Source: an optimization exercise on an open RTL-to-GDS flow (aim: small area, a short achievable clock period and few clock cycles per item). Production flows keep margins and buffers that such runs may drop. No run shown here included a check of the RTL's function; only the layout flow was run.

[config.mk]
export PLATFORM = sky130hd
export DESIGN_NAME = sha256_lane
export DESIGN_NICKNAME = sha256_lane
export VERILOG_FILES = /design/flow/design.v
export SDC_FILE = /design/flow/constraint.sdc
export NUM_CORES = 4
export LEC_CHECK = 0
export ABC_AREA = 1
export CAP_MARGIN = 30
export CORE_MARGIN = 2
export CORE_UTILIZATION = 30
export PLACE_DENSITY = 0.55
export SETUP_SLACK_MARGIN = 5
export SLEW_MARGIN = 40
[constraint.sdc]
create_clock -name core_clock -period 10.0 [get_ports {clk}]
set_input_delay 2.0000 -clock core_clock [delete_from_list [all_inputs] [get_ports {clk}]]
set_output_delay 2.0000 -clock core_clock [all_outputs]
set_load 0.01 [all_outputs]
[design.v]
module sha256_lane (
    input  wire         clk,
    input  wire         rst,
    input  wire         in_valid,
    output wire         in_ready,
    input  wire [31:0]  in_data,
    input  wire         in_last,
    input  wire [2:0]   in_nbytes,
    output wire         out_valid,
    output wire [255:0] out_digest
);
    localparam [31:0] IV0 = 32'h6a09e667, IV1 = 32'hbb67ae85,
                      IV2 = 32'h3c6ef372, IV3 = 32'ha54ff53a,
                      IV4 = 32'h510e527f, IV5 = 32'h9b05688c,
                      IV6 = 32'h1f83d9ab, IV7 = 32'h5be0cd19;
    function [31:0] rotr(input [31:0] x, input integer n);
        rotr = (x >> n) | (x << (32 - n));
    endfunction
    function [31:0] kconst(input [5:0] t);
        case (t)
            6'd0: kconst = 32'h428a2f98; 6'd1: kconst = 32'h71374491;
            6'd2: kconst = 32'hb5c0fbcf; 6'd3: kconst = 32'he9b5dba5;
            6'd4: kconst = 32'h3956c25b; 6'd5: kconst = 32'h59f111f1;
            6'd6: kconst = 32'h923f82a4; 6'd7: kconst = 32'hab1c5ed5;
            6'd8: kconst = 32'hd807aa98; 6'd9: kconst = 32'h12835b01;
            6'd10: kconst = 32'h243185be; 6'd11: kconst = 32'h550c7dc3;
            6'd12: kconst = 32'h72be5d74; 6'd13: kconst = 32'h80deb1fe;
            6'd14: kconst = 32'h9bdc06a7; 6'd15: kconst = 32'hc19bf174;
            6'd16: kconst = 32'he49b69c1; 6'd17: kconst = 32'hefbe4786;
            6'd18: kconst = 32'h0fc19dc6; 6'd19: kconst = 32'h240ca1cc;
            6'd20: kconst = 32'h2de92c6f; 6'd21: kconst = 32'h4a7484aa;
            6'd22: kconst = 32'h5cb0a9dc; 6'd23: kconst = 32'h76f988da;
            6'd24: kconst = 32'h983e5152; 6'd25: kconst = 32'ha831c66d;
            6'd26: kconst = 32'hb00327c8; 6'd27: kconst = 32'hbf597fc7;
            6'd28: kconst = 32'hc6e00bf3; 6'd29: kconst = 32'hd5a79147;
            6'd30: kconst = 32'h06ca6351; 6'd31: kconst = 32'h14292967;
            6'd32: kconst = 32'h27b70a85; 6'd33: kconst = 32'h2e1b2138;
            6'd34: kconst = 32'h4d2c6dfc; 6'd35: kconst = 32'h53380d13;
            6'd36: kconst = 32'h650a7354; 6'd37: kconst = 32'h766a0abb;
            6'd38: kconst = 32'h81c2c92e; 6'd39: kconst = 32'h92722c85;
            6'd40: kconst = 32'ha2bfe8a1; 6'd41: kconst = 32'ha81a664b;
            6'd42: kconst = 32'hc24b8b70; 6'd43: kconst = 32'hc76c51a3;
            6'd44: kconst = 32'hd192e819; 6'd45: kconst = 32'hd6990624;
            6'd46: kconst = 32'hf40e3585; 6'd47: kconst = 32'h106aa070;
            6'd48: kconst = 32'h19a4c116; 6'd49: kconst = 32'h1e376c08;
            6'd50: kconst = 32'h2748774c; 6'd51: kconst = 32'h34b0bcb5;
            6'd52: kconst = 32'h391c0cb3; 6'd53: kconst = 32'h4ed8aa4a;
            6'd54: kconst = 32'h5b9cca4f; 6'd55: kconst = 32'h682e6ff3;
            6'd56: kconst = 32'h748f82ee; 6'd57: kconst = 32'h78a5636f;
            6'd58: kconst = 32'h84c87814; 6'd59: kconst = 32'h8cc70208;
            6'd60: kconst = 32'h90befffa; 6'd61: kconst = 32'ha4506ceb;
            6'd62: kconst = 32'hbef9a3f7; default: kconst = 32'hc67178f2;
        endcase
    endfunction
    function [31:0] bkadd(input [31:0] u, input [31:0] v);
        reg [31:0] gg, pp;
        integer k, l;
        begin
            gg = u & v;
            pp = u ^ v;
            for (l = 1; l < 32; l = l * 2)
                for (k = 2 * l - 1; k < 32; k = k + 2 * l) begin
                    gg[k] = gg[k] | (pp[k] & gg[k - l]);
                    pp[k] = pp[k] & pp[k - l];
                end
            for (l = 8; l >= 1; l = l / 2)
                for (k = 3 * l - 1; k < 32; k = k + 2 * l) begin
                    gg[k] = gg[k] | (pp[k] & gg[k - l]);
                    pp[k] = pp[k] & pp[k - l];
                end
            bkadd = u ^ v ^ {gg[30:0], 1'b0};
        end
    endfunction
    function [63:0] csa(input [31:0] x, input [31:0] y, input [31:0] z);
        csa = {x ^ y ^ z, ((x & y) | (x & z) | (y & z)) << 1};
    endfunction
    reg         run;       
    reg         idle;      
    reg  [5:0]  j;         
    reg  [1:0]  sc;        
    reg  [6:0]  stc;       
    reg         inmsg;     
    reg         need80;    
    reg         lenok;     
    reg         lastblk;   
    reg         first;     
    reg         dv1, ov;   
    reg  [25:0] nblk;      
    reg  [5:0]  lenlo;     
    reg         bnd;       
    reg         fin;       
    reg         hadd;      
    reg         wrnd;      
    reg         sched;     
    reg  [31:0] a, b, c, d, e, f, g, hh;
    reg  [31:0] p;                       
    reg  [31:0] wn;                      
    reg  [31:0] w [1:15];                
    reg  [31:0] ra0, ra1, ra2, ra3;      
    reg  [31:0] re0, re1, re2, re3;      
    wire fill     = (j[5:4] == 2'b00);           
    wire slot     = idle ? (sc == 2'd3) : (stc == 7'd119);
    wire want     = run ? (fill & ~fin) : slot;
    wire rdy      = want & inmsg;
    wire take_in  = rdy & in_valid;
    wire take_pad = run & fill & ~inmsg;
    assign in_ready   = rdy;
    assign out_valid  = ov;
    assign out_digest = {ra0, ra1, ra2, ra3, re0, re1, re2, re3};
    wire        nbfull = in_nbytes[2];
    reg  [31:0] lastw;
    always @(*) begin
        case (in_nbytes[1:0])
            2'd0:    lastw = 32'h80000000;
            2'd1:    lastw = {in_data[31:24], 24'h800000};
            2'd2:    lastw = {in_data[31:16], 16'h8000};
            default: lastw = {in_data[31:8], 8'h80};
        endcase
    end
    wire [31:0] inw    = (in_last & ~nbfull) ? lastw : in_data;
    wire [34:0] bitlen = {nblk, lenlo, 3'd0};
    wire [31:0] padw   = need80                      ? 32'h80000000 :
                         (lenok && j[3:0] == 4'd14)  ? {29'd0, bitlen[34:32]} :
                         (lenok && j[3:0] == 4'd15)  ? bitlen[31:0]  : 32'd0;
    wire [31:0] wordin = inmsg ? inw : padw;
    reg        run_n, idle_n;
    reg  [5:0] j_n;
    always @(*) begin
        run_n  = run;
        idle_n = idle;
        j_n    = j;
        if (run) begin
            if (fin) begin
                run_n  = 1'b0;           
                idle_n = 1'b1;
            end else if (fill & inmsg & ~in_valid) begin
                run_n  = 1'b0;           
            end else begin
                j_n = j + 6'd1;
            end
        end else if (take_in) begin
            run_n  = 1'b1;
            idle_n = 1'b0;
            j_n    = j + 6'd1;
        end
        if (rst) begin
            run_n  = 1'b0;
            idle_n = 1'b1;
            j_n    = 6'd0;
        end
    end
    wire j_last = (j_n == 6'd0);
    wire [31:0] iva = (sc == 2'd0) ? IV3 : (sc == 2'd1) ? IV2 : (sc == 2'd2) ? IV1 : IV0;
    wire [31:0] ive = (sc == 2'd0) ? IV7 : (sc == 2'd1) ? IV6 : (sc == 2'd2) ? IV5 : IV4;
    wire [31:0] gop = bnd ? re1 : g;
    wire [31:0] s1  = rotr(e, 6) ^ rotr(e, 11) ^ rotr(e, 25);
    wire [31:0] ch  = (e & f) ^ (~e & g);
    wire [31:0] s0  = rotr(a, 2) ^ rotr(a, 13) ^ rotr(a, 22);
    wire [31:0] maj = (a & b) ^ (a & c) ^ (b & c);
    wire [31:0] xa  = bnd ? (first ? IV0 : ra2) : wrnd ? w[15] : 32'd0;
    wire [31:0] xe  = bnd ? (first ? IV4 : re2) : wrnd ? w[15] : 32'd0;
    wire [63:0] ca1 = csa(p, ch, s1);
    wire [63:0] ca2 = csa(xa, maj, s0);
    wire [63:0] ca3 = csa(ca1[63:32], ca1[31:0], ca2[63:32]);
    wire [63:0] ca4 = csa(ca3[63:32], ca3[31:0], ca2[31:0]);
    wire [31:0] a_rnd = ca4[63:32] + ca4[31:0];
    wire [63:0] ce1 = csa(p, xe, d);
    wire [63:0] ce2 = csa(ce1[63:32], ce1[31:0], ch);
    wire [63:0] ce3 = csa(ce2[63:32], ce2[31:0], s1);
    wire [31:0] e_rnd = ce3[63:32] + ce3[31:0];
    wire [31:0] ivA = (j == 6'd62) ? IV3 : (j == 6'd63) ? IV2 : IV1;
    wire [31:0] ivE = (j == 6'd62) ? IV7 : (j == 6'd63) ? IV6 : IV5;
    wire [31:0] addA = bkadd((hadd & first) ? ivA : ra3, hadd ? a : 32'd0);
    wire [31:0] addE = bkadd((hadd & first) ? ivE : re3, hadd ? e : 32'd0);
    wire [31:0] ws0 = rotr(w[2], 7) ^ rotr(w[2], 18) ^ (w[2] >> 3);
    wire [31:0] ws1 = rotr(w[15], 17) ^ rotr(w[15], 19) ^ (w[15] >> 10);
    wire [63:0] wn_c1 = csa(ws1, w[10], ws0);
    wire [63:0] wn_cs = csa(wn_c1[63:32], wn_c1[31:0], w[1]);
    wire [63:0] p_cs  = csa(gop, kconst(j), fill ? 32'd0 : wn);
    integer i;
    always @(posedge clk) begin
        for (i = 1; i < 15; i = i + 1)
            w[i] <= w[i + 1];
        w[15] <= (take_in | take_pad) ? wordin : sched ? wn : w[1];
        wn    <= bkadd(wn_cs[63:32], wn_cs[31:0]);
        p     <= bkadd(p_cs[63:32], p_cs[31:0]);
        if (idle) begin
            {a, b, c, d, e, f, g, hh} <= {iva, a, b, c, ive, e, f, g};
        end else if (!run) begin
            {a, b, c, d, e, f, g, hh} <= {hh, a, b, c, d, e, f, g};
        end else if (bnd) begin
            {a, b, c, d, e, f, g, hh} <= {a_rnd, addA, ra0, ra1, e_rnd, addE, re0, re1};
        end else begin
            {a, b, c, d, e, f, g, hh} <= {a_rnd, a, b, c, e_rnd, e, f, g};
        end
        ra0 <= addA;  ra1 <= ra0;  ra2 <= ra1;  ra3 <= bnd ? a_rnd : ra2;
        re0 <= addE;  re1 <= re0;  re2 <= re1;  re3 <= bnd ? e_rnd : re2;
        stc   <= (run | stc == 7'd119) ? 7'd0 : stc + 7'd1;
        run   <= run_n;
        idle  <= idle_n;
        j     <= j_n;
        bnd   <= run_n & j_last;
        hadd  <= run_n & (j_last | j_n == 6'd62 | j_n == 6'd63);
        wrnd  <= run_n & (j_n != 6'd0) & (j_n <= 6'd16);
        sched <= run_n & (j_n[5:4] != 2'b00);
        if (rst) begin
            sc      <= 2'd0;
            inmsg   <= 1'b1;
            need80  <= 1'b0;
            lenok   <= 1'b0;
            lastblk <= 1'b0;
            first   <= 1'b1;
            dv1     <= 1'b0;
            ov      <= 1'b0;
            fin     <= 1'b0;
            nblk    <= 26'd0;
        end else begin
            sc  <= sc + 2'd1;
            fin <= run_n & j_last & lastblk;
            dv1 <= fin;
            ov  <= dv1;
            if (take_in) begin
                if (j[3:0] == 4'd15 && !(in_last && !nbfull))
                    nblk <= nblk + 26'd1;
                if (in_last) begin
                    lenlo  <= nbfull ? {j[3:0] + 4'd1, 2'b00} : {j[3:0], in_nbytes[1:0]};
                    inmsg  <= 1'b0;
                    need80 <= nbfull;
                    lenok  <= ~nbfull && (j[3:0] <= 4'd13);
                end
            end
            if (take_pad) begin
                if (need80) begin
                    need80 <= 1'b0;
                    lenok  <= (j[3:0] <= 4'd13);
                end else if (j[3:0] == 4'd0) begin
                    lenok  <= 1'b1;
                end
                if (j[3:0] == 4'd15 && lenok) begin
                    lastblk <= 1'b1;
                    lenok   <= 1'b0;
                    inmsg   <= 1'b1;
                    nblk    <= 26'd0;
                end
            end
            if (bnd) begin
                first   <= lastblk;
                lastblk <= 1'b0;
            end
        end
    end
endmodule
[flow/run.sh]
#!/bin/bash
# Standard ORFS layout with two changes to how it is built:
#  - ports are buffered with the smallest buffer (buf_1) rather than the one
#    buffer_ports picks by default;
#  - clock tree synthesis inserts no dummy load cells and builds the tree
#    from clkbuf_4 and clkbuf_8 cells.
set -euo pipefail
export BUFFER_PORTS_ARGS="-buffer_cell sky130_fd_sc_hd__buf_1"
export CTS_ARGS="-sink_clustering_enable -repair_clock_nets -dont_use_dummy_load -buf_list {sky130_fd_sc_hd__clkbuf_4 sky130_fd_sc_hd__clkbuf_8}"
bash standard.sh > standard.log 2>&1
[standard.sh]
#!/bin/bash
# synth_recipe.tcl (not shown) runs the flow's synth.tcl, then flattens the netlist and writes it again
# the make line also repeats each setting of config.mk as NAME=value (left out here)
make -C /OpenROAD-flow-scripts/flow DESIGN_CONFIG=/design/flow/config.mk WORK_HOME=/design/flow/orfs CLKGATE_MAP_FILE= SYNTH_SCRIPT=/design/flow/synth_recipe.tcl "${@:-finish}"
==> results by group, run 1 <==
Setup path
  – Data required time of the worst path: 10.82 ns
  – CP max-delay cell: dfxtp_1
  – Register-to-register setup slack: 5.07 ns
  – Crit. End Element: register
  – Worst-path maximum fanout: 4
  – Worst Path Arrival: between 5 and 6 ns
  – Worst-path cell chain: nand2_1, nor2_4, nor2_1, fa_1, inv_1, fa_1, fa_1, ha_1, a21oi_1, nand2_1, nand2_1, nand2_2, nand2_1, nand2_4, nand2_1, nand2_2, buf_4, nand4_1, nand3_2, or2_2, nand3_1, nand2_1, nand2_1
  – CP Class: reg -> reg
  – Crit path largest cell delay: about 0.60 ns
  – CP Launch Type: register
  – Most used cell, CP: nand2_1

Timing
  – # setup viols final: 0
  – Fmax: 203 MHz
  – Sum Neg Setup Slack: 0 ns
  – Slew headroom: 43.0%
  – Period utilisation layout: 49.3%
  – Clock Skew: roughly 0.12 ns
  – Worst Slack Setup Final: 5.07 ns
  – Crit path time final: 4.93 ns
  – Slew Limit Fails: 0
  – Fin. Hold Viols: 0
  – RSZ-0062 raised after global routing: true
  – Actual slew at the worst max-slew pin: 0.846 ns

Place
  – Port Buffers: 296
  – Gpl congestion: 0.980
  – DP HPWL: 186,000 um
  – DP Area: 58,100 um^2
  – Dpl ws: 3.54 ns

Global route
  – Total grt overflow: 0
  – First-pass GRT wire length: 326,000 um
  – Pin count of the biggest net entering global routing: 191
  – Global Route Usage Sum: 24.9%
  – Initial antenna violation count: 7
  – Vias in the first global route: 43,628

Cells and area
  – Share of layout cells above drive strength 1: 10.3%
  – Fill count: 18,851
  – Largest register FFs: 480
  – Area delta synth->final: 15.7%
  – Nets: between 7,000 and 8,000
  – Post-route cell area: 63,200 um^2
  – Commonest non-fill, non-tap cells in the layout: nand2_1 (1,312), dfxtp_1 (1,046), inv_1 (1,042)
  – Most common cell after layout, fill and taps aside: nand2_1
  – Final Util: between 30% and 40%
  – Most flop-heavy register: w

Synth
  – Post-synth ARST share: 0%
  – Yosys cell types: 63
  – Register area share after synthesis: 42.2%
  – Yosys top cell by area: dfxtp_1
  – Syn Nets: 6,931
  – Cell area after synthesis: 54,600 um^2
  – Adder-cell share of the synthesized area: between 10% and 20%
  – Post-synthesis register bit count: 1,149
  – Mapped Cells: between 6,000 and 7,000
  – Top_reg_cell synth: dfxtp_1
  – Mean Syn Cell Area: 8.65 um^2
  – Yosys top cell area share: 41.9%
  – Post-synth EDFFs: 6
  – Post-synthesis simple-gate area fraction: 15.3%
  – Largest cells by area after synthesis: dfxtp_1 (42%), fa_1 (14%), nand2_1 (9.3%), inv_1 (7.3%), ha_1 (4.8%)
  – Syn. warnings: 2
  – Largest family of logic cells by synthesized area: adder cells
  – Area fraction in compound gates after synthesis: slightly below 9%
  – Mux share of post-synthesis cell area: less than 1%
  – Xor/xnor cell area share of the yosys netlist: 5.95%

Route
  – DRT Wirelength: 235,000 um
  – Initial DRC count: 3,848
  – DRT antenna net count: 0
  – Vias/cell: 4.85
  – First-pass DRT Iterations: 8
  – DR WL/cell: 25.9 um
  – DRC Markers: 0
  – Via count: 43,994

Min path
  – Hold WC Path Type: reg -> reg

Floorplan
  – Row Count: 156
  – Die width: 431 um
  – Die H: 431 um
  – Ports: 297
  – Starting Density: 30.2%
  – Area of the core: between 150,000 and 200,000 um^2
  – Full die area: roughly 190,000 um^2

Clock tree
  – CTS Sinks: around 1,100
  – Worst skew pair latency: 0.99 ns
  – Reg clk slew, reported paths: around 0.060 ns
  – CTS tree: done
  – CTS Root Cell: clkbuf_8
  – Hold_buf cts: 0
  – H-Tree Depth: 4
  – CTS Buffer Depth: 3
  – Number of CTS-inserted buffers: 200

Status
  – Status: no timing/DRC/antenna violations

Flow run
  – MaxCap Viol Count: 0
synthesized netlist by cell type, types with 3 or more instances:
cell type,instances
nand2_1,1352
dfxtp_1,1143
inv_1,1056
o21ai_0,510
fa_1,369
nor2_1,292
xor2_1,212
nand3_1,210
ha_1,208
a21oi_1,194
clkbuf_1,168
xnor2_1,159
nand4_1,51
a31oi_1,45
nor3_1,42
o211ai_1,36
buf_2,20
or2_2,20
a21o_1,19
buf_1,17
o21bai_1,16
inv_2,15
nand2_2,11
o21ai_1,11
buf_6,10
o22ai_1,9
a221oi_1,8
buf_4,8
o21a_1,8
a32oi_1,7
edfxtp_1,6
nand3b_1,6
nor2_2,6
nor2_4,6
o31ai_1,6
a211oi_1,5
a21boi_0,5
mux2i_1,5
nand3_2,5
nand2_4,4
nor4_1,4
a311oi_1,3
nand3_4,3
path summary, 6_finish.rpt:
check | start | endpoint | cells after the start
setup / recovery | w[15][4]$_DFF_P_ | e[31]$_DFF_P_ | 23
hold / removal | w[13][31]$_DFF_P_ | w[12][31]$_DFF_P_ | 0
setup reg to reg | w[15][4]$_DFF_P_ | e[31]$_DFF_P_ | 23
hold reg to reg | w[13][31]$_DFF_P_ | w[12][31]$_DFF_P_ | 0
per-layer routing:
layer | track usage (%) | vias up | share of wire (%)
met3 | 4.22 | 452 | 6.2
met1 | 32.1 | 21630 | 42
li1 | - | 20197 | -
met4 | 14.5 | 2 | 6.7
met5 | 0 | - | 0.0055
met2 | 39.4 | 1713 | 45
final cells by class:
| cell class | instances | area, um^2 | area share, % |
|---|---|---|---|
| multi-input cells | 3870 | 27800 | 43.9 |
| flip-flops and latches | 1149 | 23300 | 36.8 |
| inverters | 1073 | 4080 | 6.46 |
| well taps | 2370 | 2970 | 4.69 |
| clock buffers | 200 | 2750 | 4.35 |
| repair buffers | 408 | 2360 | 3.74 |
| diodes | 5 | 12.5 | 0.0198 |
| repair inverters | 1 | 8.76 | 0.0139 |
kinds of logic (layout without fill, tap and decap cells):
group | Yosys count | in the layout
AND/OR/NAND/NOR | 2022 | 2023
buffers and inverters | 1297 | 1682
flip-flops | 1149 | 1149
AO/OA/AOI/OAI | 892 | 892
adder cells (fa/ha/maj) | 579 | 579
XOR/XNOR | 371 | 371
multiplexers | 5 | 5
other | 0 | 5
metrics by stage:
step	instances	hold slack (ns)
after floorplan	6315	0.310
after global placement	8795	0.310
after detailed placement	8796	0.312
after CTS	9027	0.233
after global routing	9073	0.244
final	9076	0.266
critical path: cells and delay by family, from the launching register on:
| kind | cells | cell delay (ns) |
|---|---|---|
| compound gates | 1 | 0.14 |
| simple gates | 16 | 2.00 |
| fa+ha+maj | 4 | 1.84 |
| buf+inv | 2 | 0.22 |
| flops | 1 | 0.60 |
repair_timing:
action                     4_1_cts  5_1_grt
cloned                           5        3
setup endpoints to repair      172       74
pin swaps                       12       31
buffers inserted                26       39
resized for setup              217      221
==> inputs of run 2 (changes only) <==
--- a/design.v
+++ b/design.v
@@ -92,10 +92,12 @@
     reg         hadd;      
     reg         wrnd;      
     reg         sched;     
+    reg         fh62, fh63, fh0;   
     reg  [31:0] a, b, c, d, e, f, g, hh;
     reg  [31:0] p;                       
     reg  [31:0] wn;                      
     reg  [31:0] w [1:15];                
+    reg  [31:0] xa, xe;                  
     reg  [31:0] ra0, ra1, ra2, ra3;      
     reg  [31:0] re0, re1, re2, re3;      
     wire fill     = (j[5:4] == 2'b00);           
@@ -150,6 +152,8 @@
         end
     end
     wire j_last = (j_n == 6'd0);
+    wire wrnd_n = run_n & (j_n != 6'd0) & (j_n <= 6'd16);
+    wire [31:0] w15_n = (take_in | take_pad) ? wordin : sched ? wn : w[1];
     wire [31:0] iva = (sc == 2'd0) ? IV3 : (sc == 2'd1) ? IV2 : (sc == 2'd2) ? IV1 : IV0;
     wire [31:0] ive = (sc == 2'd0) ? IV7 : (sc == 2'd1) ? IV6 : (sc == 2'd2) ? IV5 : IV4;
     wire [31:0] gop = bnd ? re1 : g;
@@ -157,8 +161,6 @@
     wire [31:0] ch  = (e & f) ^ (~e & g);
     wire [31:0] s0  = rotr(a, 2) ^ rotr(a, 13) ^ rotr(a, 22);
     wire [31:0] maj = (a & b) ^ (a & c) ^ (b & c);
-    wire [31:0] xa  = bnd ? (first ? IV0 : ra2) : wrnd ? w[15] : 32'd0;
-    wire [31:0] xe  = bnd ? (first ? IV4 : re2) : wrnd ? w[15] : 32'd0;
     wire [63:0] ca1 = csa(p, ch, s1);
     wire [63:0] ca2 = csa(xa, maj, s0);
     wire [63:0] ca3 = csa(ca1[63:32], ca1[31:0], ca2[63:32]);
@@ -168,10 +170,10 @@
     wire [63:0] ce2 = csa(ce1[63:32], ce1[31:0], ch);
     wire [63:0] ce3 = csa(ce2[63:32], ce2[31:0], s1);
     wire [31:0] e_rnd = ce3[63:32] + ce3[31:0];
-    wire [31:0] ivA = (j == 6'd62) ? IV3 : (j == 6'd63) ? IV2 : IV1;
-    wire [31:0] ivE = (j == 6'd62) ? IV7 : (j == 6'd63) ? IV6 : IV5;
-    wire [31:0] addA = bkadd((hadd & first) ? ivA : ra3, hadd ? a : 32'd0);
-    wire [31:0] addE = bkadd((hadd & first) ? ivE : re3, hadd ? e : 32'd0);
+    wire [31:0] opA  = fh62 ? IV3 : fh63 ? IV2 : fh0 ? IV1 : ra3;
+    wire [31:0] opE  = fh62 ? IV7 : fh63 ? IV6 : fh0 ? IV5 : re3;
+    wire [31:0] addA = bkadd(opA, hadd ? a : 32'd0);
+    wire [31:0] addE = bkadd(opE, hadd ? e : 32'd0);
     wire [31:0] ws0 = rotr(w[2], 7) ^ rotr(w[2], 18) ^ (w[2] >> 3);
     wire [31:0] ws1 = rotr(w[15], 17) ^ rotr(w[15], 19) ^ (w[15] >> 10);
     wire [63:0] wn_c1 = csa(ws1, w[10], ws0);
@@ -181,7 +183,9 @@
     always @(posedge clk) begin
         for (i = 1; i < 15; i = i + 1)
             w[i] <= w[i + 1];
-        w[15] <= (take_in | take_pad) ? wordin : sched ? wn : w[1];
+        w[15] <= w15_n;
+        xa    <= (run_n & j_last) ? (first ? IV0 : ra1) : wrnd_n ? w15_n : 32'd0;
+        xe    <= (run_n & j_last) ? (first ? IV4 : re1) : wrnd_n ? w15_n : 32'd0;
         wn    <= bkadd(wn_cs[63:32], wn_cs[31:0]);
         p     <= bkadd(p_cs[63:32], p_cs[31:0]);
         if (idle) begin
@@ -201,8 +205,11 @@
         j     <= j_n;
         bnd   <= run_n & j_last;
         hadd  <= run_n & (j_last | j_n == 6'd62 | j_n == 6'd63);
-        wrnd  <= run_n & (j_n != 6'd0) & (j_n <= 6'd16);
+        wrnd  <= wrnd_n;
         sched <= run_n & (j_n[5:4] != 2'b00);
+        fh62  <= run_n & first & (j_n == 6'd62);
+        fh63  <= run_n & first & (j_n == 6'd63);
+        fh0   <= run_n & first & j_last;
         if (rst) begin
             sc      <= 2'd0;
             inmsg   <= 1'b1;
==> results by group, run 2 <==
Status
  – Status: no timing/DRC/antenna violations

Place
  – Port Buffers: 296 (unchanged)
  – DP HPWL: 185,000 um (-0.39%)
  – Dpl ws: 3.85 ns (+0.315 ns)
  – Gpl congestion: 1.00 (+2.0%)

Synth
  – Mean Syn Cell Area: 8.85 um^2 (+2.3%)
  – Cell area after synthesis: 55,700 um^2 (+2.0%)
  – Register area share after synthesis: 43.8% (+1.5 points)
  – Post-synth EDFFs: 6 (unchanged)
  – Yosys top cell by area: dfxtp_1
  – Syn. warnings: 2 (unchanged)
  – Top_reg_cell synth: dfxtp_1
  – Most frequent cell after synthesis: nand2_1
  – Top cells by instance count after synthesis: nand2_1 (1,433), dfxtp_1 (1,209), inv_1 (961), o21ai_0 (411), fa_1 (369)
  – Syn Nets: 6,916 (-0.22%)
  – Post-synthesis register bit count: 1,215 (+5.7%)
  – Post-synth ARST share: 0% (unchanged)
  – Yosys top cell area share: 43.4% (+1.5 points)
  – Yosys cell types: 54 (-14%)
  – Largest cells by area after synthesis: dfxtp_1 (43%), fa_1 (13%), nand2_1 (9.7%), inv_1 (6.5%), ha_1 (4.7%)
  – Mapped Cells: 6,299 (-0.25%)

Floorplan
  – Die H: 435 um (+0.99%)
  – Full die area: 189,000 um^2 (+2.0%)
  – Die width: 435 um (+0.99%)
  – Starting Density: 30.1% (-0.11 points)
  – Row Count: 158 (+1.3%)
  – Area of the core: 185,000 um^2 (+2.4%)
  – Ports: 297 (unchanged)

Timing
  – Crit path time final: 4.92 ns (-0.0179 ns)
  – Fin. Hold Viols: 0 (unchanged)
  – Slew Limit Fails: 0 (unchanged)
  – Actual slew at the worst max-slew pin: 0.907 ns (+0.0614 ns)
  – Period utilisation layout: 49.2% (-0.18 points)
  – Clock Skew: 0.122 ns (-0.00250 ns)
  – # setup viols final: 0 (unchanged)
  – Fmax: 203 MHz (+0.36%)
  – Slew headroom: 38.9% (-4.1 points)
  – Hold_ws: 0.238 ns (-0.0276 ns)
  – RSZ-0062 raised after global routing: true
  – Worst Slack Setup Final: 5.08 ns (+0.0179 ns)
  – Sum Neg Setup Slack: 0 ns (unchanged)

Route
  – Metal3 WL: 17,700 um (+21%)
  – DRT antenna net count: 0 (unchanged)
  – Vias/cell: 4.81 (-0.73%)
  – DR WL/cell: 25.6 um (-1.1%)
  – DRT Wirelength: 234,000 um (-0.60%)
  – Highest metal used: met5
  – First-pass DRT Iterations: 6 (-2)
  – Via count: 43,905 (-0.20%)
  – DRC Markers: 0 (unchanged)
  – Initial DRC count: 3,909 (+1.6%)
  – WL met2: 103,000 um (-3.0%)
  – M1 wire length: 98,900 um (+0.14%)

Setup path
  – Crit path largest cell delay: 0.75 ns (+0.15 ns)
  – CP Launch Type: register
  – Register-to-register setup slack: 5.08 ns (+0.02 ns)
  – Worst-path maximum fanout: 5 (+1)
  – Worst-path cell chain: o21ai_0, fa_1, inv_1, fa_1, inv_1, fa_1, ha_1, a21oi_1, o21ai_0, a21oi_2, nor2_1, a211oi_1, nand3_1, nand3_1, nand2_1
  – Most used cell, CP: fa_1
  – Worst path bufs/invs: 2 (unchanged)
  – Cell family with most CP delay: compound AO/OA/AOI/OAI gates
  – CP max-delay cell: o21ai_0
  – Data required time of the worst path: 10.78 ns (-0.04 ns)
  – CP Class: reg -> reg
  – Worst Path Arrival: 5.70 ns (-0.05 ns)
  – Crit. End Element: register

Flow run
  – MaxCap Viol Count: 0 (unchanged)

Cells and area
  – Share of layout cells above drive strength 1: 7.45% (-2.9 points)
  – Most common cell after layout, fill and taps aside: nand2_1
  – Largest register FFs: 480 (unchanged)
  – Fill count: 19,407 (+2.9%)
  – Nets: 7,259 (-0.82%)
  – Most flop-heavy register: w
  – Area delta synth->final: 13.1%
  – Final Util: 34.1% (-0.91 points)
  – Commonest non-fill, non-tap cells in the layout: nand2_1 (1,427), dfxtp_1 (1,141), inv_1 (956)

Clock tree
  – H-Tree Depth: 4 (unchanged)
  – CTS Root Cell: clkbuf_8
  – CTS tree: done
  – Hold_buf cts: 0 (unchanged)
  – CTS Sinks: 1,215 (+5.7%)
  – Reg clk slew, reported paths: 0.06 ns (about the same)
  – Number of CTS-inserted buffers: 197 (-1.5%)
  – CTS Buffer Depth: 3 (unchanged)
  – Worst skew pair latency: 0.99 ns (about the same)

Global route
  – Vias in the first global route: 43,995 (+0.84%)
  – First-pass GRT wire length: 328,000 um (+0.62%)
  – Initial antenna violation count: 11 (+4)
  – Pin count of the biggest net entering global routing: 123 (-36%)
  – Total grt overflow: 0 (unchanged)
  – Global Route Usage Sum: 24.3% (-0.63 points)

Min path
  – Hold WC Path Type: reg -> reg
==> run 2: logic make-up after synthesis <==
family,after synthesis,share of synthesized area (%)
compound gates,788,7.80
xor+xnor,368,5.78
fa+ha+maj,609,18.5
buf+inv,1205,8.33
flops,1215,43.8
mux,15,0.274
simple gates,2099,15.5
==> run 2: final timing paths <==
path,start,depth (start not counted),endpoint
hold / removal,w[3][5]$_DFF_P_,0,w[2][5]$_DFF_P_
hold reg to reg,w[3][5]$_DFF_P_,0,w[2][5]$_DFF_P_
setup reg to reg,e[18]$_DFF_P_,15,a[29]$_SDFF_PP1_
setup / recovery,e[18]$_DFF_P_,15,a[29]$_SDFF_PP1_
==> run 2: area by class of cell <==
type	instances	area, um^2	share of cell area (%)
repair buffers	371	1810	2.88
flip-flops and latches	1215	24500	38.9
multi-input cells	3879	27200	43.1
diodes	4	10.0	0.0159
inverters	978	3690	5.86
well taps	2480	3100	4.92
clock buffers	197	2710	4.30
==> run 2: worst reg2reg max path, cell delays in order, from the launching register on <==
cell	delay, ns
dfxtp_1	0.40
o21ai_0	0.75
fa_1	0.57
inv_1	0.09
fa_1	0.40
inv_1	0.08
fa_1	0.42
ha_1	0.40
a21oi_1	0.27
o21ai_0	0.22
a21oi_2	0.37
nor2_1	0.09
a211oi_1	0.39
nand3_1	0.16
nand3_1	0.12
nand2_1	0.06
==> run 2: repair_timing <==
action,in CTS,in global routing
buffers inserted,4,14
endpoints found under the hold margin,0,0
gates resized for setup,72,124
setup endpoints to repair,92,82
pin swaps,2,12
==> run 2: routing by layer <==
metal  vias up  GRT usage (%)
met5         -              0
met4         2           13.3
met3       460           5.70
met2      1837           37.5
met1     21454           31.3
li1      20152              -
==> run 2: metrics by stage <==
stage | cells | cell area (um^2)
after floorplan | 6299 | 55700
after global placement | 8903 | 59400
after detailed placement | 8905 | 59500
after CTS | 9106 | 62500
after global routing | 9122 | 63000
final | 9124 | 63000
==> inputs of run 3 (changes only) <==
==> flow/run.sh (replaced) <==
#!/bin/bash
# Standard ORFS layout with three changes to how it is built:
#  - ports are buffered with the smallest buffer (buf_1) rather than the one
#    buffer_ports picks by default;
#  - clock tree synthesis inserts no dummy load cells and builds the tree
#    from clkbuf_4 and clkbuf_8 cells;
#  - timing repair aims for 6.5 ns of setup slack (the clock and its
#    constraints are unchanged; this only makes repair work harder).
set -euo pipefail
export BUFFER_PORTS_ARGS="-buffer_cell sky130_fd_sc_hd__buf_1"
export CTS_ARGS="-sink_clustering_enable -repair_clock_nets -dont_use_dummy_load -buf_list {sky130_fd_sc_hd__clkbuf_4 sky130_fd_sc_hd__clkbuf_8}"
export SETUP_SLACK_MARGIN=6.5
bash standard.sh > standard.log 2>&1
--- a/config.mk
+++ b/config.mk
@@ -10,5 +10,4 @@
 export CORE_MARGIN = 2
 export CORE_UTILIZATION = 30
 export PLACE_DENSITY = 0.55
-export SETUP_SLACK_MARGIN = 5
 export SLEW_MARGIN = 40
==> results by group, run 3 <==
Status
  – Status: no timing/DRC/antenna violations

Setup path
  – Data required time of the worst path: 10.76 ns (-0.02 ns)
  – Crit. End Element: register
  – Worst-path maximum fanout: 6 (+1)
  – Worst-path cell chain: xnor2_4, xor2_4, inv_2, fa_1, inv_2, fa_1, inv_1, fa_1, ha_2, inv_2, fa_2, inv_2, nand2_4, o21ai_4, nand2_1, o211ai_1, nand2_1, nand2_4, nand4_1, nand2_1, nand2_2, a21oi_2, o21ai_1
  – CP Launch Type: register
  – CP max-delay cell: fa_1
  – R2R depth: 23 (+8)
  – Worst Path Arrival: 5.43 ns (-0.27 ns)
  – Most used cell, CP: inv_2
  – Crit path largest cell delay: 0.54 ns (-0.21 ns)
  – CP Class: reg -> reg

Route
  – Via count: 47,601 (+8.4%)
  – DRC Markers: 0 (unchanged)
  – Initial DRC count: 4,728 (+21%)
  – First-pass DRT Iterations: 7 (+1)
  – Vias/cell: 4.94 (+2.6%)
  – DRT antenna net count: 0 (unchanged)
  – DRT Wirelength: 258,000 um (+11%)
  – DR WL/cell: 26.8 um (+4.5%)

Global route
  – Vias in the first global route: 46,834 (+6.5%)
  – Initial antenna violation count: 17 (+6)
  – Total grt overflow: 0 (unchanged)
  – Grt met2 use: 41.6% (+4.0 points)
  – Routing usage on met3: 4.69% (-1.0 points)
  – Pin count of the biggest net entering global routing: 130 (+5.7%)
  – Grt met1 use: 33.9% (+2.6 points)
  – Global Route Usage Sum: 26.3% (+2.0 points)
  – GR peak layer: met2
  – First-pass GRT wire length: 353,000 um (+7.7%)

Timing
  – Fmax: 214 MHz (+5.2%)
  – Worst Slack Setup Final: 5.33 ns (+0.242 ns)
  – # setup viols final: 0 (unchanged)
  – Slew headroom: 37.2% (-1.7 points)
  – Crit path time final: 4.67 ns (-0.242 ns)
  – Fin. Hold Viols: 0 (unchanged)
  – Actual slew at the worst max-slew pin: 0.942 ns (+0.0347 ns)
  – Clock Skew: 0.120 ns (-0.00250 ns)
  – Sum Neg Setup Slack: 0 ns (unchanged)
  – Period utilisation layout: 46.7% (-2.4 points)
  – Slew Limit Fails: 0 (unchanged)
  – RSZ-0062 raised after global routing: true

Synth
  – Post-synthesis register bit count: 1,215 (unchanged)
  – Syn Nets: 6,916 (unchanged)
  – Post-synth ARST share: 0% (unchanged)
  – Yosys top cell by area: dfxtp_1
  – Mean Syn Cell Area: 8.85 um^2 (unchanged)
  – Top cells by instance count after synthesis: nand2_1 (1,433), dfxtp_1 (1,209), inv_1 (961), o21ai_0 (411), fa_1 (369)
  – Syn. warnings: 2 (unchanged)
  – Cell area after synthesis: 55,700 um^2 (unchanged)
  – Top_reg_cell synth: dfxtp_1
  – Post-synth EDFFs: 6 (unchanged)
  – Mapped Cells: 6,299 (unchanged)
  – Most frequent cell after synthesis: nand2_1
  – Register area share after synthesis: 43.8% (unchanged)
  – Largest cells by area after synthesis: dfxtp_1 (43%), fa_1 (13%), nand2_1 (9.7%), inv_1 (6.5%), ha_1 (4.7%)
  – Yosys top cell area share: 43.4% (unchanged)
  – Yosys cell types: 54 (unchanged)

Floorplan
  – Starting Density: 30.1% (unchanged)
  – Die width: 435 um (unchanged)
  – Area of the core: 185,000 um^2 (unchanged)
  – Row Count: 158 (unchanged)
  – Ports: 297 (unchanged)
  – Full die area: 189,000 um^2 (unchanged)
  – Die H: 435 um (unchanged)

Clock tree
  – CTS Root Cell: clkbuf_8
  – Number of CTS-inserted buffers: 201 (+2.0%)
  – CTS Sinks: 1,215 (unchanged)
  – CTS tree: done
  – H-Tree Depth: 4 (unchanged)
  – Reg clk slew, reported paths: 0.06 ns (about the same)
  – Hold_buf cts: 0 (unchanged)
  – Worst skew pair latency: 1.00 ns (about the same)
  – CTS Buffer Depth: 3 (unchanged)

Cells and area
  – Fill count: 18,271 (-5.9%)
  – Area delta synth->final: 34.1%
  – Commonest non-fill, non-tap cells in the layout: nand2_1 (1,277), inv_1 (874), dfxtp_1 (866)
  – Area of the multi-input gates: 32,100 um^2 (+18%)
  – Share of layout cells above drive strength 1: 31.5% (+24 points)
  – Largest register FFs: 480 (unchanged)
  – Most common cell after layout, fill and taps aside: nand2_1
  – Seq. cell area: 25,300 um^2 (+3.1%)
  – Most flop-heavy register: w
  – Fin cells: 9,644 (+5.7%)
  – Nets: 7,774 (+7.1%)

Place
  – Gpl congestion: 1.01 (+0.99%)
  – Port Buffers: 296 (unchanged)
  – Placed insts: 8,895 (-0.11%)
  – Dpl ws: 4.09 ns (+0.233 ns)
  – DP HPWL: 188,000 um (+1.4%)

Flow run
  – MaxCap Viol Count: 0 (unchanged)

Min path
  – Worst hold stages: 0 (unchanged)
  – Hold WC Path Type: reg -> reg
## run 3: changes by cell type in the layout (fill, tap and decap cells not counted), moves of 165 or more
cell and delta:
buf_4 +331, dfxtp_1 -275, buf_6 +223, buf_1 -221, dfxtp_4 +171, o21ai_0 -165
## run 3: layout make-up
class	instances	area share (%)
well taps	2480	4.15
inverters	978	5.12
repair buffers	875	10.2
flip-flops and latches	1215	33.8
repair inverters	3	0.0519
multi-input cells	3883	43.0
diodes	9	0.0301
clock buffers	201	3.70
## run 3: worst paths after layout
kind | from | to | slack, ns
setup / recovery | e[27]$_DFF_P_ | a[30]$_DFF_P_ | 5.33
hold / removal | w[11][31]$_DFF_P_ | w[10][31]$_DFF_P_ | 0.24
setup reg to reg | e[27]$_DFF_P_ | a[30]$_DFF_P_ | 5.33
hold reg to reg | w[11][31]$_DFF_P_ | w[10][31]$_DFF_P_ | 0.24
## run 3: repair_timing
action | CTS | global route
gates cloned | 11 | 5
pin swaps | 248 | 194
setup buffers | 386 | 137
gates resized for setup | 1688 | 404
setup endpoints to repair | 736 | 372
## run 3: worst max-delay path, delay by kind of cell (launching register included)
family | cells | cell delay [ns]
AND/OR/NAND/NOR | 7 | 0.80
XOR/XNOR | 2 | 0.47
buffers and inverters | 5 | 0.32
AO/OA/AOI/OAI | 4 | 0.50
flip-flops | 1 | 0.41
adder cells (fa/ha/maj) | 5 | 2.06
## run 3: layer usage
| metal | wire [um] | vias up |
|---|---|---|
| li1 | - | 21188 |
| met4 | 17800 | 2 |
| met3 | 21500 | 571 |
| met2 | 115000 | 2367 |
| met5 | 18 | - |
| met1 | 104000 | 23473 |
## run 3: metrics by stage
step	hold WS, ns	utilization [%]	cell area (um^2)
2_1_floorplan	0.310	-	56800
3_3_place_gp	0.310	32.6	60200
3_5_place_dp	0.312	32.6	60300
4_1_cts	0.230	38.9	71900
5_1_grt	0.250	40.4	74700
6_report	0.239	40.4	74700
## run 3: logic make-up after synthesis
family / after synthesis / share of synthesized area [%]
mux: 15 / 0.274
simple gates: 2099 / 15.5
xor+xnor: 368 / 5.78
compound gates: 788 / 7.80
fa+ha+maj: 609 / 18.5
buf+inv: 1205 / 8.33
flops: 1215 / 43.8
==> inputs of run 4 (changes only) <==
--- a/design.v
+++ b/design.v
@@ -78,7 +78,7 @@
     reg         idle;      
     reg  [5:0]  j;         
     reg  [1:0]  sc;        
-    reg  [6:0]  stc;       
+    reg  [8:0]  stc;       
     reg         inmsg;     
     reg         need80;    
     reg         lenok;     
@@ -93,7 +93,7 @@
     reg         wrnd;      
     reg         sched;     
     reg         fh62, fh63, fh0;   
-    reg  [31:0] a, b, c, d, e, f, g, hh;
+    reg  [31:0] a, b, c, d, e, f, g;      
     reg  [31:0] p;                       
     reg  [31:0] wn;                      
     reg  [31:0] w [1:15];                
@@ -101,7 +101,7 @@
     reg  [31:0] ra0, ra1, ra2, ra3;      
     reg  [31:0] re0, re1, re2, re3;      
     wire fill     = (j[5:4] == 2'b00);           
-    wire slot     = idle ? (sc == 2'd3) : (stc == 7'd119);
+    wire slot     = idle ? (sc == 2'd3) : (stc == 9'd419);
     wire want     = run ? (fill & ~fin) : slot;
     wire rdy      = want & inmsg;
     wire take_in  = rdy & in_valid;
@@ -166,9 +166,8 @@
     wire [63:0] ca3 = csa(ca1[63:32], ca1[31:0], ca2[63:32]);
     wire [63:0] ca4 = csa(ca3[63:32], ca3[31:0], ca2[31:0]);
     wire [31:0] a_rnd = ca4[63:32] + ca4[31:0];
-    wire [63:0] ce1 = csa(p, xe, d);
-    wire [63:0] ce2 = csa(ce1[63:32], ce1[31:0], ch);
-    wire [63:0] ce3 = csa(ce2[63:32], ce2[31:0], s1);
+    wire [63:0] ce2 = csa(ca1[63:32], ca1[31:0], xe);
+    wire [63:0] ce3 = csa(ce2[63:32], ce2[31:0], d);
     wire [31:0] e_rnd = ce3[63:32] + ce3[31:0];
     wire [31:0] opA  = fh62 ? IV3 : fh63 ? IV2 : fh0 ? IV1 : ra3;
     wire [31:0] opE  = fh62 ? IV7 : fh63 ? IV6 : fh0 ? IV5 : re3;
@@ -187,19 +186,20 @@
         xa    <= (run_n & j_last) ? (first ? IV0 : ra1) : wrnd_n ? w15_n : 32'd0;
         xe    <= (run_n & j_last) ? (first ? IV4 : re1) : wrnd_n ? w15_n : 32'd0;
         wn    <= bkadd(wn_cs[63:32], wn_cs[31:0]);
-        p     <= bkadd(p_cs[63:32], p_cs[31:0]);
+        if (run | idle)
+            p <= bkadd(p_cs[63:32], p_cs[31:0]);
         if (idle) begin
-            {a, b, c, d, e, f, g, hh} <= {iva, a, b, c, ive, e, f, g};
+            {a, b, c, d, e, f, g} <= {iva, a, b, c, ive, e, f};
         end else if (!run) begin
-            {a, b, c, d, e, f, g, hh} <= {hh, a, b, c, d, e, f, g};
+            {a, b, c, d, e, f, g} <= {g, a, b, c, d, e, f};
         end else if (bnd) begin
-            {a, b, c, d, e, f, g, hh} <= {a_rnd, addA, ra0, ra1, e_rnd, addE, re0, re1};
+            {a, b, c, d, e, f, g} <= {a_rnd, addA, ra0, ra1, e_rnd, addE, re0};
         end else begin
-            {a, b, c, d, e, f, g, hh} <= {a_rnd, a, b, c, e_rnd, e, f, g};
+            {a, b, c, d, e, f, g} <= {a_rnd, a, b, c, e_rnd, e, f};
         end
         ra0 <= addA;  ra1 <= ra0;  ra2 <= ra1;  ra3 <= bnd ? a_rnd : ra2;
         re0 <= addE;  re1 <= re0;  re2 <= re1;  re3 <= bnd ? e_rnd : re2;
-        stc   <= (run | stc == 7'd119) ? 7'd0 : stc + 7'd1;
+        stc   <= (run | stc == 9'd419) ? 9'd0 : stc + 9'd1;
         run   <= run_n;
         idle  <= idle_n;
         j     <= j_n;
==> flow/run.sh (replaced) <==
#!/bin/bash
# Standard ORFS layout with two changes to how it is built:
#  - ports are buffered with the smallest buffer (buf_1) rather than the one
#    buffer_ports picks by default;
#  - clock tree synthesis inserts no dummy load cells and builds the tree
#    from clkbuf_4 and clkbuf_8 cells.
set -euo pipefail
export BUFFER_PORTS_ARGS="-buffer_cell sky130_fd_sc_hd__buf_1"
export CTS_ARGS="-sink_clustering_enable -repair_clock_nets -dont_use_dummy_load -buf_list {sky130_fd_sc_hd__clkbuf_4 sky130_fd_sc_hd__clkbuf_8}"
bash standard.sh > standard.log 2>&1
--- a/config.mk
+++ b/config.mk
@@ -10,4 +10,5 @@
 export CORE_MARGIN = 2
 export CORE_UTILIZATION = 30
 export PLACE_DENSITY = 0.55
+export SETUP_SLACK_MARGIN = 5
 export SLEW_MARGIN = 40
==> results by group, run 4 <==
Timing
  – Slew headroom: 30.3% (-7.0 points)
  – Fin. Hold Viols: 0 (unchanged)
  – RSZ-0062 raised after global routing: false
  – Slew Limit Fails: 0 (unchanged)
  – Period utilisation layout: 49.4% (+2.7 points)
  – Actual slew at the worst max-slew pin: 1.04 ns (+0.0933 ns)
  – # setup viols final: 0 (unchanged)
  – Sum Neg Setup Slack: 0 ns (unchanged)
  – Clock Skew: 0.150 ns (+0.0305 ns)
  – Crit path time final: 4.94 ns (+0.270 ns)
  – Fmax: 202 MHz (-5.5%)

Global route
  – Pin count of the biggest net entering global routing: 95 (-27%)
  – Initial antenna violation count: 10 (-7)
  – Vias in the first global route: 41,395 (-12%)
  – First-pass GRT wire length: 308,000 um (-13%)
  – Total grt overflow: 0 (unchanged)
  – Global Route Usage Sum: 23.7% (-2.7 points)

Route
  – Initial DRC count: 4,245 (-10%)
  – DRT Wirelength: 221,000 um (-14%)
  – Via count: 42,214 (-11%)
  – First-pass DRT Iterations: 6 (-1)
  – DR WL/cell: 25.6 um (-4.6%)
  – Vias/cell: 4.88 (-1.2%)
  – DRT antenna net count: 0 (unchanged)
  – DRC Markers: 0 (unchanged)

Synth
  – Syn Nets: 6,563 (-5.1%)
  – Mapped Cells: 5,976 (-5.1%)
  – Post-synth ARST share: 0% (unchanged)
  – Top_reg_cell synth: dfxtp_1
  – Most frequent cell after synthesis: nand2_1
  – Syn. warnings: 2 (unchanged)
  – Cell area after synthesis: 53,900 um^2 (-3.2%)
  – Yosys cell types: 55 (+1.9%)
  – Post-synthesis register bit count: 1,185 (-2.5%)
  – Yosys top cell area share: 42.6% (-0.85 points)
  – Register area share after synthesis: 44.7% (+0.94 points)
  – Yosys top cell by area: dfxtp_1
  – Largest cells by area after synthesis: dfxtp_1 (43%), fa_1 (13%), nand2_1 (9.3%), inv_1 (5.9%), ha_1 (4.9%)
  – Post-synth EDFFs: 38 (+32)
  – Top cells by instance count after synthesis: nand2_1 (1,340), dfxtp_1 (1,147), inv_1 (848), o21ai_0 (357), fa_1 (338)
  – Mean Syn Cell Area: 9.02 um^2 (+2.0%)

Cells and area
  – Nets: 6,882 (-11%)
  – Most flop-heavy register: w
  – Final Util: 34.1% (-6.3 points)
  – Most common cell after layout, fill and taps aside: nand2_1
  – Fill count: 18,539 (+1.5%)
  – Share of layout cells above drive strength 1: 7.37% (-24 points)
  – Largest register FFs: 480 (unchanged)
  – Commonest non-fill, non-tap cells in the layout: nand2_1 (1,333), dfxtp_1 (1,093), inv_1 (843)
  – Area delta synth->final: 12.7%

Clock tree
  – H-Tree Depth: 4 (unchanged)
  – CTS Buffer Depth: 3 (unchanged)
  – Reg clk slew, reported paths: 0.06 ns (about the same)
  – CTS Root Cell: clkbuf_8
  – Number of CTS-inserted buffers: 197 (-2.0%)
  – CTS tree: done
  – Worst skew pair latency: 0.99 ns (about the same)
  – CTS Sinks: 1,185 (-2.5%)

Setup path
  – Worst-path cell chain: xnor2_1, xor2_1, inv_1, fa_1, inv_1, fa_1, inv_1, fa_1, ha_1, a21oi_2, o21ai_0, a21oi_1, nand3_1, or2_2, nand3_1, o211ai_1
  – Worst path bufs/invs: 3 (-2)
  – CP max-delay cell: fa_1
  – CP Class: reg -> reg
  – Worst-path maximum fanout: 7 (+1)
  – Crit. End Element: register
  – Worst Path Arrival: 5.70 ns (+0.27 ns)
  – Crit path largest cell delay: 0.67 ns (+0.13 ns)
  – Cell family with most CP delay: adder cells
  – CP Launch Type: register
  – Data required time of the worst path: 10.76 ns (about the same)

Floorplan
  – Die width: 428 um (-1.6%)
  – Starting Density: 30.2% (+0.11 points)
  – Full die area: 183,000 um^2 (-3.2%)
  – Area of the core: 178,000 um^2 (-3.6%)
  – Ports: 297 (unchanged)
  – Row Count: 155 (-1.9%)
  – Die H: 428 um (-1.6%)

Place
  – DP HPWL: 176,000 um (-6.3%)
  – Port Buffers: 296 (unchanged)
  – Gpl congestion: 1.00 (-0.88%)

Flow run
  – MaxCap Viol Count: 0 (unchanged)

Status
  – Status: no timing/DRC/antenna violations

Min path
  – Hold WC Path Type: reg -> reg
-- run 4: changes by cell type in the layout (fill, tap and decap cells not counted), moves of 118 or more --
cell,change
buf_4,-343
dfxtp_1,+227
buf_2,-123
o21ai_0,+120
o21ai_1,-122
dfxtp_2,-118
dfxtp_4,-171
buf_6,-227
buf_1,+220
-- run 4: cells by family (layout without fill, tap and decap cells) --
group / count (synthesis) / in the layout / share of synthesized area (%)
AOI/OAI and AO/OA: 738 / 738 / 7.79
xor gates and xnor gates: 367 / 367 / 5.96
adders and majority gates: 575 / 575 / 17.9
buffers and inverters: 1098 / 1415 / 7.86
DFF: 1185 / 1185 / 44.7
muxes: 14 / 14 / 0.265
other: 0 / 5 / 0
and+or+nand+nor: 1999 / 1999 / 15.5
-- run 4: worst reg2reg max path: cells and delay by family, from the launching register on --
family	cells	cell delay, ns
fa+ha+maj	4	2.00
simple gates	3	0.85
xor+xnor	2	0.37
buf+inv	3	0.23
compound gates	4	0.76
flops	1	0.51
-- run 4: per-layer routing --
layer	wire, um	GRT usage, %
met1	93400	31.0
met2	97200	36.6
met3	15500	3.86
met4	15100	14.4
met5	34	0
-- run 4: final timing paths --
path,from,to,slack (ns),cells past startpoint
setup reg to reg,e[31]$_DFF_P_,a[21]$_DFF_P_,5.06,16
setup / recovery,e[31]$_DFF_P_,a[21]$_DFF_P_,5.06,16
hold / removal,w[4][27]$_DFF_P_,w[3][27]$_DFF_P_,0.27,0
hold reg to reg,w[4][27]$_DFF_P_,w[3][27]$_DFF_P_,0.27,0
-- run 4: final cells by class --
type | count | area, um^2 | area share, %
antenna | 5 | 12.5 | 0.0206
tap | 2355 | 2950 | 4.85
sequential | 1185 | 24200 | 39.8
timing repair buffer | 352 | 1590 | 2.62
inverter | 866 | 3280 | 5.40
multi-input combinational | 3693 | 26000 | 42.8
clock buffer | 197 | 2710 | 4.46
-- run 4: repair_timing --
item,in CTS,in global routing
setup buffers,6,5
hold buffers,0,0
hold endpoints to repair,0,0
endpoints found under the setup margin,186,88
pin swaps,9,8
gates resized for setup,96,91
-- run 4: stage by stage --
| stage | area, um^2 | cells | hold slack, ns | setup slack, ns |
|---|---|---|---|---|
| 2_1_floorplan | 53900 | 5976 | 0.310 | 5.31 |
| 3_3_place_gp | 57400 | 8438 | 0.310 | 3.92 |
| 3_5_place_dp | 57400 | 8440 | 0.312 | 3.94 |
| 4_1_cts | 60400 | 8643 | 0.280 | 4.99 |
| 5_1_grt | 60800 | 8652 | 0.286 | 4.99 |
| 6_report | 60800 | 8653 | 0.271 | 5.06 |

-- re-timing with driven ports --
In the flow no input, the clock included, has a driving cell. The finished layouts below were timed again as built, in two steps. Step 1 sets driving cells, clkbuf_16 on the clock port and buf_2 on the other inputs (assumed; they add their load-dependent delay and slew). Step 2 moves the port delays by t, midway between the first and last clock arrival at a register: inputs arrive t later, outputs are due t later. That takes back most of the time a late clock gives input paths. a / b / c = ideal ports / drivers / drivers and shift; a / b = the first two.
run | t, ns | slack for setup (ns) | worst hold slack (ns) | worst setup path at the end
run 1 | 1.010 | 5.066 / 5.021 / 4.303 | 0.266 / 0.266 / 0.266 | input to register
run 2 | 1.010 | 5.084 / 5.084 / 4.282 | 0.238 / 0.238 / 0.238 | input to register
run 3 | 1.026 | 5.326 / 5.326 / 5.326 | 0.239 / 0.239 / 0.239 | register to register
run 4 | 0.994 | 5.056 / 5.056 / 4.345 | 0.271 / 0.271 / 0.271 | input to register
After both steps setup and hold are still met in every run listed. The setup slack of run 2, which loses most, moves by 0.000 ns with the drivers and by -0.802 ns with both steps.
